This design comes from an exercise in tuning for small area, a short achievable clock period and few clock cycles on the open sky130 flow, not from production work. Only simulation tests tie the RTL to the original design; equivalence was not proved.

==> v35 <==
// lin_engine
module lin_engine (
    input  wire         clk,
    input  wire         rst,
    input  wire         start,
    input  wire [23:0]  code,
    input  wire [2:0]   rng,
    input  wire         general,
    input  wire         poly,
    input  wire [3:0]   nx,
    input  wire [1:0]   nt,
    input  wire [31:0]  temp,
    input  wire         temp_old,
    input  wire [767:0] coef,
    input  wire [31:0]  xmin,
    input  wire [31:0]  xmax,
    input  wire [31:0]  tmin,
    input  wire [31:0]  tmax,
    output reg          done,
    output wire [31:0]  y,
    output wire         extrap,
    output wire         nonfin
);
    localparam [1:0] OP_P = 2'd0, OP_T = 2'd1, OP_W = 2'd2;
    reg        busy;
    reg [1:0]  t;           
    reg        ph;          
    reg        poly_r;
    reg [2:0]  nxe_r;
    reg [1:0]  nt_r;
    reg [2:0]  ci0, ci1;    
    reg [2:0]  si0, si1;    
    reg [31:0] ma, mb;      
    reg [31:0] pr;          
    reg [31:0] ad;          
    reg [31:0] x_r;
    reg [31:0] r1;          
    reg [31:0] y_r;         
    reg        ext_r, tnf_r;
    reg        a_init, a_last, a_final;
    reg        a_ld;        
    reg [1:0]  a_ldj;
    reg        s2_r;        
    reg        s3_r;        
    reg        a_park;      
    reg        a_ldr;       
  ...
==> flow/config.mk <==
export PLATFORM = sky130hd
export DESIGN_NAME = lin_engine
export DESIGN_NICKNAME = lin_engine
export VERILOG_FILES = /design/flow/design.v
export SDC_FILE = /design/flow/constraint.sdc
export NUM_CORES = 4
export LEC_CHECK = 0
export ABC_AREA = 1
export CAP_MARGIN = 20
export CORE_MARGIN = 2
export CORE_UTILIZATION = 40
export SLEW_MARGIN = 20
==> flow/constraint.sdc <==
create_clock -name core_clock -period 30.0 [get_ports {clk}]
set_input_delay 6.0000 -clock core_clock [delete_from_list [all_inputs] [get_ports {clk}]]
set_output_delay 6.0000 -clock core_clock [all_outputs]
set_load 0.01 [all_outputs]
standard.sh (not shown) runs the stock make flow with config.mk's settings and CLKGATE_MAP_FILE= SYNTH_SCRIPT=/design/flow/synth_recipe.tcl, a recipe that flattens the netlist after the stock synthesis.
==> flow/flow/run.sh <==
#!/bin/bash
# The standard layout, except that the port buffers are the smallest
# buffer cell (sky130_fd_sc_hd__buf_1) instead of the delay buffer that
# buffer_ports picks by default. Every port still gets its own buffer.
set -euo pipefail
bash standard.sh "BUFFER_PORTS_ARGS=-buffer_cell sky130_fd_sc_hd__buf_1" finish \
    > standard_flow.log 2>&1
==> v14: changes against v35 <==
--- a/flow/design.v
+++ b/flow/design.v
@@ -37,15 +37,12 @@
     reg [31:0] y_r;         
     reg        ext_r, tnf_r;
     reg        a_init, a_last, a_final;
     reg        a_ld;        
     reg [1:0]  a_ldj;
     reg        s2_r;        
-    reg        s3_r;        
-    reg        a_park;      
-    reg        a_ldr;       
     reg [1:0]  a_j;
     wire [2:0] nxe = (nx > 4'd5) ? 3'd5 : nx[2:0];
     reg [31:0] fs;
     always @* begin
         if (!general) begin
             case (rng[1:0])
@@ -69,58 +66,37 @@
     wire       pow2 = !general || (rng == 3'd2);
     wire [2:0] fsk  = general ? 3'd0 : ({1'b0, rng[1:0]} + 3'd1);
     wire        code_neg = code[23];
     wire [23:0] code_inv;
     lin_ksadd #(.W(24)) u_cneg (.a(~code), .b(24'd0), .cin(1'b1), .s(code_inv));
     wire [23:0] code_mag = code_neg ? code_inv : code;
-    wire [23:0] code_oc = code ^ {24{code_neg}};
     wire [4:0]  code_lz;
-    lin_lzc28 u_clz (.x({code_oc, 4'b1111}), .z(code_lz));
-    wire        code_p2 = code_neg && ((~code[23:1] & code[22:0]) == 23'd0);
-    wire [23:0] code_norm = code_p2 ? 24'h80_0000 : (code_mag << code_lz);
-    wire [7:0]  code_e  = (code_p2 ? 8'd151 : 8'd150) - {3'd0, code_lz};
-    wire        code_z = (code == 24'd0);
+    lin_lzc28 u_clz (.x({code_mag, 4'b1111}), .z(code_lz));
+    wire [23:0] code_norm = code_mag << code_lz;
+    wire        code_z = (code_mag == 24'd0);
     wire [31:0] code_f = code_z ? 32'd0
-                       : {code_neg, code_e, code_norm[22:0]};
+                       : {code_neg, 8'd150 - {3'd0, code_lz}, code_norm[22:0]};
     wire [31:0] code_p = code_z ? 32'd0
-                       : {code_neg, ((code_p2 ? 8'd151 : 8'd150) + {5'd0, fsk})
-                                    - {3'd0, code_lz}, code_norm[22:0]};
+                       : {code_neg, (8'd150 + {5'd0, fsk}) - {3'd0, code_lz},
+                          code_norm[22:0]};
     wire [22:0] dr   = pr[22:0] + 23'd1;             
     wire        da2  = (pr[22:1] == 22'h3F_FFFF);    
     wire [30:0] dmag = da2 ? {pr[30:23] - 8'd22, 22'd0, pr[0]}
                            : ({pr[30:23] - 8'd23, dr} + {30'd0, dr[22]});
     wire [31:0] div_out = (pr[30:0] == 31'd0) ? {pr[31], 31'd0}
                                               : {pr[31], dmag};
     wire [31:0] mul_y, add_y;
     wire        m_need, stall;
     lin_fmul u_mul (.clk(clk), .rst(rst), .need(m_need), .a(ma), .b(mb),
                     .y(mul_y), .stall(stall));
     lin_fadd u_add (.a(pr), .b(ad), .pass_b(a_init), .y(add_y));
     wire [31:0] res = add_y;
-    function [4:0] prog(input [1:0] n, input s2, input s3, input ln,
-                        input [2:0] c);
+    function [4:0] prog(input [1:0] n, input s2, input ln, input [2:0] c);
         begin
             prog = 5'b00000;
-            if (s3) begin
-                if (!ln) begin
-                    case (c)
-                        3'd0: prog = {1'b1, OP_P, 2'd3};
-                        3'd1: prog = {1'b1, OP_T, 2'd2};
-                        3'd2: prog = {1'b1, OP_P, 2'd0};
-                        default: ;
-                    endcase
-                end else begin
-                    case (c)
-                        3'd0: prog = {1'b1, OP_P, 2'd2};
-                        3'd1: prog = {1'b1, OP_P, 2'd1};
-                        3'd2: prog = {1'b1, OP_T, 2'd1};
-                        3'd3: prog = {1'b1, OP_T, 2'd0};
-                        default: ;
-                    endcase
-                end
-            end else if (s2) begin
+            if (s2) begin
                 if (!ln) begin
                     case (c)
                         3'd0: prog = {1'b1, OP_P, 2'd3};
                         3'd1: prog = {1'b1, OP_T, 2'd2};
                         3'd2: prog = {1'b1, OP_W, 2'd0};
                         3'd3: prog = {1'b1, OP_T, 2'd1};
@@ -174,40 +150,37 @@
                 endcase
             end
         end
     endfunction
     wire [2:0] m_ci = ph ? ci1 : ci0;
     wire [2:0] m_si = ph ? si1 : si0;
-    wire [4:0] m_op = prog(nt_r, s2_r, s3_r, ph, m_ci);
+    wire [4:0] m_op = prog(nt_r, s2_r, ph, m_ci);
     wire       m_v  = m_op[4] & poly_r;
     wire [1:0] m_ty = m_op[3:2];
     wire [1:0] m_j  = m_op[1:0];
     wire       m_p  = (m_ty == OP_P);
     wire       m_t  = (m_ty == OP_T);
     wire       m_w  = (m_ty == OP_W);
     wire       m_last = m_t || (m_p ? (m_si == nxe_r) : (m_si == nxe_r - 3'd2));
     wire       m_ld   = ph && (((nt_r == 2'd2) && (m_ci == 3'd0) && (nxe_r != 3'd0)) ||
-                               (s2_r && (m_ci != 3'd2)) || (s3_r && (m_ci == 3'd0)));
-    wire [1:0] m_ldj  = ((s2_r || s3_r) && (m_ci == 3'd0)) ? 2'd1 : 2'd0;
-    wire       m_ldr  = s3_r && ph && (m_ci == 3'd1);
+                               (s2_r && (m_ci != 3'd2)));
+    wire [1:0] m_ldj  = (s2_r && (m_ci == 3'd0)) ? 2'd1 : 2'd0;
     wire       m_skip = !ph && (nxe_r[2:1] == 2'd0) &&
                         (((nt_r == 2'd2) && (m_ci == 3'd1)) ||
                          (s2_r && ((m_ci == 3'd1) || (m_ci == 3'd3))));
     assign m_need = busy && ((t == 2'd1) || (m_v && !(m_p && m_si == 3'd0)));
-    wire [4:0] n_op = prog(nt_r, s2_r, s3_r, ~ph, ph ? ci0 : ci1);
+    wire [4:0] n_op = prog(nt_r, s2_r, ~ph, ph ? ci0 : ci1);
     wire       n_t  = n_op[4] && (n_op[3:2] == OP_T);
     wire       n_w  = n_op[4] && (n_op[3:2] == OP_W);
-    wire       s2   = (nt == 2'd3) && (nxe == 3'd1);
-    wire       s3   = (nt == 2'd3) && (nxe[2:1] != 2'd0);
-    wire [1:0] j0   = (s2 || s3) ? 2'd3 : (nt == 2'd2) ? 2'd2 : {1'b0, nt[0]};
+    wire       s2   = (nt == 2'd3) && ((nxe == 3'd1) || (nxe == 3'd2));
+    wire [1:0] j0   = s2 ? 2'd3 : (nt == 2'd2) ? 2'd2 : {1'b0, nt[0]};
     wire [2:0] cblk = nxe_r - m_si;
     wire [4:0] cidx = !busy ? {nxe, j0} :                
                       a_ld  ? {nxe_r, a_ldj} : {cblk, m_j};
     wire [31:0] coef_sel = coef[cidx*32 +: 32];
-    wire       m_byp = (nt_r != 2'd3) || (m_j == 2'd2) || s2_r || (s3_r && m_j == 2'd0);
-    wire       m_yr  = !m_j[0] || s3_r;
+    wire       m_byp = (nt_r != 2'd3) || (m_j == 2'd2) || s2_r;
     wire le_xmin, le_xmax, le_tmin, le_tmax;
     lin_fle u_le0 (.a(xmin),    .b(div_out), .le(le_xmin));
     lin_fle u_le1 (.a(div_out), .b(xmax),    .le(le_xmax));
     lin_fle u_le2 (.a(tmin),    .b(temp),    .le(le_tmin));
     lin_fle u_le3 (.a(temp),    .b(tmax),    .le(le_tmax));
     wire x_out = !(le_xmin && le_xmax);
@@ -226,15 +199,12 @@
                 if (start) begin
                     busy   <= 1'b1;
                     poly_r <= poly;
                     nxe_r  <= nxe;
                     nt_r   <= nt;
                     s2_r   <= s2;
-                    s3_r   <= s3;
-                    a_park <= 1'b0;
-                    a_ldr  <= 1'b0;
                     ci1 <= 3'd0; si1 <= 3'd0;
                     a_j     <= j0;
                     a_last  <= poly && (nxe == 3'd0) && pow2;
                     a_final <= 1'b0;
                     a_ld    <= 1'b0;
                     ma <= code_f;
@@ -256,43 +226,41 @@
                     end
                 end
             end else if (!stall) begin
                 if (t != 2'd3) t <= t + 2'd1;
                 ph <= ~ph;
                 pr <= mul_y;
-                ma <= a_ld ? coef_sel : a_ldr ? r1 : res;
+                ma <= a_ld ? coef_sel : res;
                 mb <= n_w ? 32'h3F80_0000 :
                       n_t ? temp : ((t == 2'd2) ? div_out : x_r);
                 if (t == 2'd2) begin
                     x_r   <= div_out;
                     ext_r <= temp_old | x_out | t_out;
                     tnf_r <= (temp[30:23] == 8'hFF);
                     if (!poly_r) begin
                         y_r  <= div_out;
                         done <= 1'b1;
                         busy <= 1'b0;
                     end
                 end
-                if (a_last && (a_j == 2'd0 || (a_j == 2'd1 && s3_r))) y_r <= res;
-                if ((a_last && a_j == 2'd1 && !s3_r) || a_park) r1 <= res;
+                if (a_last && a_j == 2'd0) y_r <= res;
+                if (a_last && a_j == 2'd1) r1 <= res;
                 if (a_final) begin
                     y_r  <= res;
                     done <= 1'b1;
                     busy <= 1'b0;
                 end
                 a_init  <= m_v && m_p && (m_si == 3'd0);
                 a_last  <= m_v && m_p && m_last;
                 a_ld    <= m_v && m_p && m_last && m_ld;
                 a_ldj   <= m_ldj;
-                a_ldr   <= m_v && m_p && m_last && m_ldr;
-                a_park  <= m_v && m_t && s3_r && (m_j == 2'd2);
                 a_j     <= m_j;
                 a_final <= m_v && (m_t ? (m_j == 2'd0)
                                        : (m_p && m_last && nt_r == 2'd0));
                 if (m_t)
-                    ad <= m_byp ? res : (m_yr ? y_r : r1);
+                    ad <= m_byp ? res : (m_j[0] ? r1 : y_r);
                 else if (m_w)
                     ad <= 32'h8000_0000;
                 else
                     ad <= coef_sel;
                 if (m_v) begin
                     if (m_last) begin
==> flow/run.sh (new file) <==
#!/bin/bash
# synth_recipe.tcl (not shown) runs the flow's synth.tcl, then flattens the netlist and writes it again
# the make line also repeats each setting of config.mk as NAME=value (left out here)
make -C /OpenROAD-flow-scripts/flow DESIGN_CONFIG=/design/flow/config.mk WORK_HOME=/design/flow/orfs CLKGATE_MAP_FILE= SYNTH_SCRIPT=/design/flow/synth_recipe.tcl finish
removed: flow/flow/run.sh
removed: flow/standard.sh
==> v38: changes against v35 <==
--- a/flow/design.v
+++ b/flow/design.v
@@ -27,12 +27,13 @@
     reg        poly_r;
     reg [2:0]  nxe_r;
     reg [1:0]  nt_r;
     reg [2:0]  ci0, ci1;    
     reg [2:0]  si0, si1;    
     reg [31:0] ma, mb;      
+    reg        ma_h, mb_h;  
     reg [31:0] pr;          
     reg [31:0] ad;          
     reg [31:0] x_r;
     reg [31:0] r1;          
     reg [31:0] y_r;         
     reg        ext_r, tnf_r;
@@ -69,15 +70,16 @@
     wire       pow2 = !general || (rng == 3'd2);
     wire [2:0] fsk  = general ? 3'd0 : ({1'b0, rng[1:0]} + 3'd1);
     wire        code_neg = code[23];
     wire [23:0] code_inv;
     lin_ksadd #(.W(24)) u_cneg (.a(~code), .b(24'd0), .cin(1'b1), .s(code_inv));
     wire [23:0] code_mag = code_neg ? code_inv : code;
-    wire [23:0] code_oc = code ^ {24{code_neg}};
-    wire [4:0]  code_lz;
-    lin_lzc28 u_clz (.x({code_oc, 4'b1111}), .z(code_lz));
+    wire [4:0]  code_lzp, code_lzn;
+    lin_lzc28 u_clzp (.x({code, 4'b1111}), .z(code_lzp));
+    lin_lzc28 u_clzn (.x({~code, 4'b1111}), .z(code_lzn));
+    wire [4:0]  code_lz = code_neg ? code_lzn : code_lzp;
     wire        code_p2 = code_neg && ((~code[23:1] & code[22:0]) == 23'd0);
     wire [23:0] code_norm = code_p2 ? 24'h80_0000 : (code_mag << code_lz);
     wire [7:0]  code_e  = (code_p2 ? 8'd151 : 8'd150) - {3'd0, code_lz};
     wire        code_z = (code == 24'd0);
     wire [31:0] code_f = code_z ? 32'd0
                        : {code_neg, code_e, code_norm[22:0]};
@@ -90,12 +92,13 @@
                            : ({pr[30:23] - 8'd23, dr} + {30'd0, dr[22]});
     wire [31:0] div_out = (pr[30:0] == 31'd0) ? {pr[31], 31'd0}
                                               : {pr[31], dmag};
     wire [31:0] mul_y, add_y;
     wire        m_need, stall;
     lin_fmul u_mul (.clk(clk), .rst(rst), .need(m_need), .a(ma), .b(mb),
+                    .ha(ma_h), .hb(mb_h),
                     .y(mul_y), .stall(stall));
     lin_fadd u_add (.a(pr), .b(ad), .pass_b(a_init), .y(add_y));
     wire [31:0] res = add_y;
     function [4:0] prog(input [1:0] n, input s2, input s3, input ln,
                         input [2:0] c);
         begin
@@ -235,13 +238,15 @@
                     ci1 <= 3'd0; si1 <= 3'd0;
                     a_j     <= j0;
                     a_last  <= poly && (nxe == 3'd0) && pow2;
                     a_final <= 1'b0;
                     a_ld    <= 1'b0;
                     ma <= code_f;
+                    ma_h <= !code_z;
                     mb <= fs;
+                    mb_h <= 1'b1;
                     if (pow2) begin
                         t  <= 2'd2;
                         ph <= 1'b1;
                         pr <= code_p;
                         ad <= coef_sel;
                         a_init  <= poly;
@@ -257,12 +262,16 @@
                 end
             end else if (!stall) begin
                 if (t != 2'd3) t <= t + 2'd1;
                 ph <= ~ph;
                 pr <= mul_y;
                 ma <= a_ld ? coef_sel : a_ldr ? r1 : res;
+                ma_h <= a_ld ? (coef_sel[30:23] != 8'd0) :
+                        a_ldr ? (r1[30:23] != 8'd0) : (res[30:23] != 8'd0);
+                mb_h <= n_w ? 1'b1 : n_t ? (temp[30:23] != 8'd0) :
+                        (t == 2'd2) ? (div_out[30:23] != 8'd0) : (x_r[30:23] != 8'd0);
                 mb <= n_w ? 32'h3F80_0000 :
                       n_t ? temp : ((t == 2'd2) ? div_out : x_r);
                 if (t == 2'd2) begin
                     x_r   <= div_out;
                     ext_r <= temp_old | x_out | t_out;
                     tnf_r <= (temp[30:23] == 8'hFF);
@@ -328,12 +337,14 @@
 module lin_fmul (
     input  wire        clk,
     input  wire        rst,
     input  wire        need,     
     input  wire [31:0] a,
     input  wire [31:0] b,
+    input  wire        ha,       
+    input  wire        hb,       
     output wire [31:0] y,
     output wire        stall
 );
     wire        sa = a[31];
     wire        sb = b[31];
     wire [7:0]  ea = a[30:23];
@@ -346,15 +357,15 @@
     wire b_inf  = (eb == 8'hFF) && (fb == 23'd0);
     wire a_zero = (a[30:0] == 31'd0);
     wire b_zero = (b[30:0] == 31'd0);
     wire sy     = sa ^ sb;
     wire special = (ea == 8'hFF) || (eb == 8'hFF) || a_zero || b_zero;
     wire [8:0] esum = {1'b0, ea} + {1'b0, eb};
-    wire slow = !special && ((ea == 8'd0) || (eb == 8'd0) || (esum < 9'd128));
-    wire [23:0] ma = {ea != 8'd0, fa};
-    wire [23:0] mb = {eb != 8'd0, fb};
+    wire slow = !special && (!ha || !hb || (esum < 9'd128));
+    wire [23:0] ma = {ha, fa};
+    wire [23:0] mb = {hb, fb};
     wire [47:0] prod;
     lin_mul24 u_m (.a(ma), .b(mb), .p(prod));
     wire        top  = prod[47];
     wire [22:0] b1 = prod[46:24];
     wire        r1 = prod[23] & ((|prod[22:0]) | prod[24]);
     wire [22:0] b0 = prod[45:23];
@@ -400,14 +411,14 @@
     always @(posedge clk) begin
         if (rst || !stall) begin
             fbusy <= 1'b0;
         end else if (!fbusy) begin
             fbusy <= 1'b1;
             F     <= prod;
-            FE    <= $signed({3'b000, (ea == 8'd0) ? 8'd1 : ea})
-                   + $signed({3'b000, (eb == 8'd0) ? 8'd1 : eb}) - 11'sd126;
+            FE    <= $signed({3'b000, ha ? ea : 8'd1})
+                   + $signed({3'b000, hb ? eb : 8'd1}) - 11'sd126;
         end else if (f_left) begin
             if (F[47:40] == 8'd0 && FE > 11'sd8) begin
                 F  <= {F[39:0], 8'd0};
                 FE <= FE - 11'sd8;
             end else begin
                 F  <= {F[46:0], 1'b0};
==> flow_metrics.env <==
export IMPL_signal_buffers=1201
export IMPL_die_area_sq_um=186000
export IMPL_relSlewSlack_pct=7.39
export IMPL_final_instance_count_excl_fill=14800
export IMPL_inverters_excl_clock=1986
export IMPL_startpoint="ma[26]$_DFFE_PP_"
export IMPL_synth_area_leader_cell="nand2_1"
export IMPL_syn_cell_area_sq_um=73200
export IMPL_post_synth_num_cell_types=83
export IMPL_drt_total_wl_um=446000
export IMPL_clkLatencyLatePin_ns=0.64
export IMPL_status="complete, no violations"
export IMPL_cp_endpoint="pr[6]$_DFFE_PP_"
the above is filed under v35

==> flow_metrics.env <==
export IMPL_final_instance_count_excl_fill=14800
export IMPL_synth_area_leader_cell="nand2_1"
export IMPL_syn_cell_area_sq_um=73600
export IMPL_post_synth_num_cell_types=95
export IMPL_signal_buffers=1181
export IMPL_startpoint="ma[1]$_DFFE_PP_"
export IMPL_die_area_sq_um=187000
export IMPL_cp_endpoint="pr[0]$_DFFE_PP_"
export IMPL_status="complete, no violations"
export IMPL_clkLatencyLatePin_ns=0.61
export IMPL_inverters_excl_clock=1958
the above is filed under v38

==> flow_metrics.env <==
export IMPL_relSlewSlack_pct=16.7
export IMPL_signal_buffers=1184
export IMPL_syn_cell_area_sq_um=72400
export IMPL_status="complete, no violations"
export IMPL_clkLatencyLatePin_ns=0.62
export IMPL_synth_area_leader_cell="fa_1"
export IMPL_final_instance_count_excl_fill=14600
export IMPL_cp_endpoint="pr[13]$_DFFE_PP_"
export IMPL_inverters_excl_clock=1939
export IMPL_startpoint="code[0]"
export IMPL_drt_total_wl_um=433000
export IMPL_post_synth_num_cell_types=84
the above is filed under v14

Testbench counts of v35, summed over its fixed seeds: cycles 6,783.
Testbench counts of v14, summed over its fixed seeds: cycles 7,007.
Testbench counts of v38, summed over its fixed seeds: cycles 6,783.

-- re-timing with driven ports --
The flow's constraints put no driver on any port. The routed layouts listed below were extracted and timed again, unchanged, in two steps.
Step 1 assumes that a clkbuf_16 drives the clock port and a buf_2 every other input.
Step 2 times the ports against the registers' clock, not the clock port: input delays grow and output delays shrink by t, the midpoint of the rising clock arrivals with the driver on.
Slacks: ideal / step 1 / step 2; pairs: ideal / step 1.
| run | shift t [ns] | slack for setup (ns) | latest minus earliest clock arrival (ns) |
|---|---|---|---|
| v35 | 0.699 | 17.489 / 17.489 / 16.987 | 0.032 / 0.032 |
| v14 | 0.689 | 17.476 / 17.535 / 16.847 | 0.027 / 0.027 |
| v38 | 0.663 | 18.354 / 18.354 / 17.847 | 0.039 / 0.040 |
After both steps every run listed still meets setup and hold. For v14, which loses most, drivers alone change the setup slack by +0.059 ns; drivers and shift together by -0.629 ns.
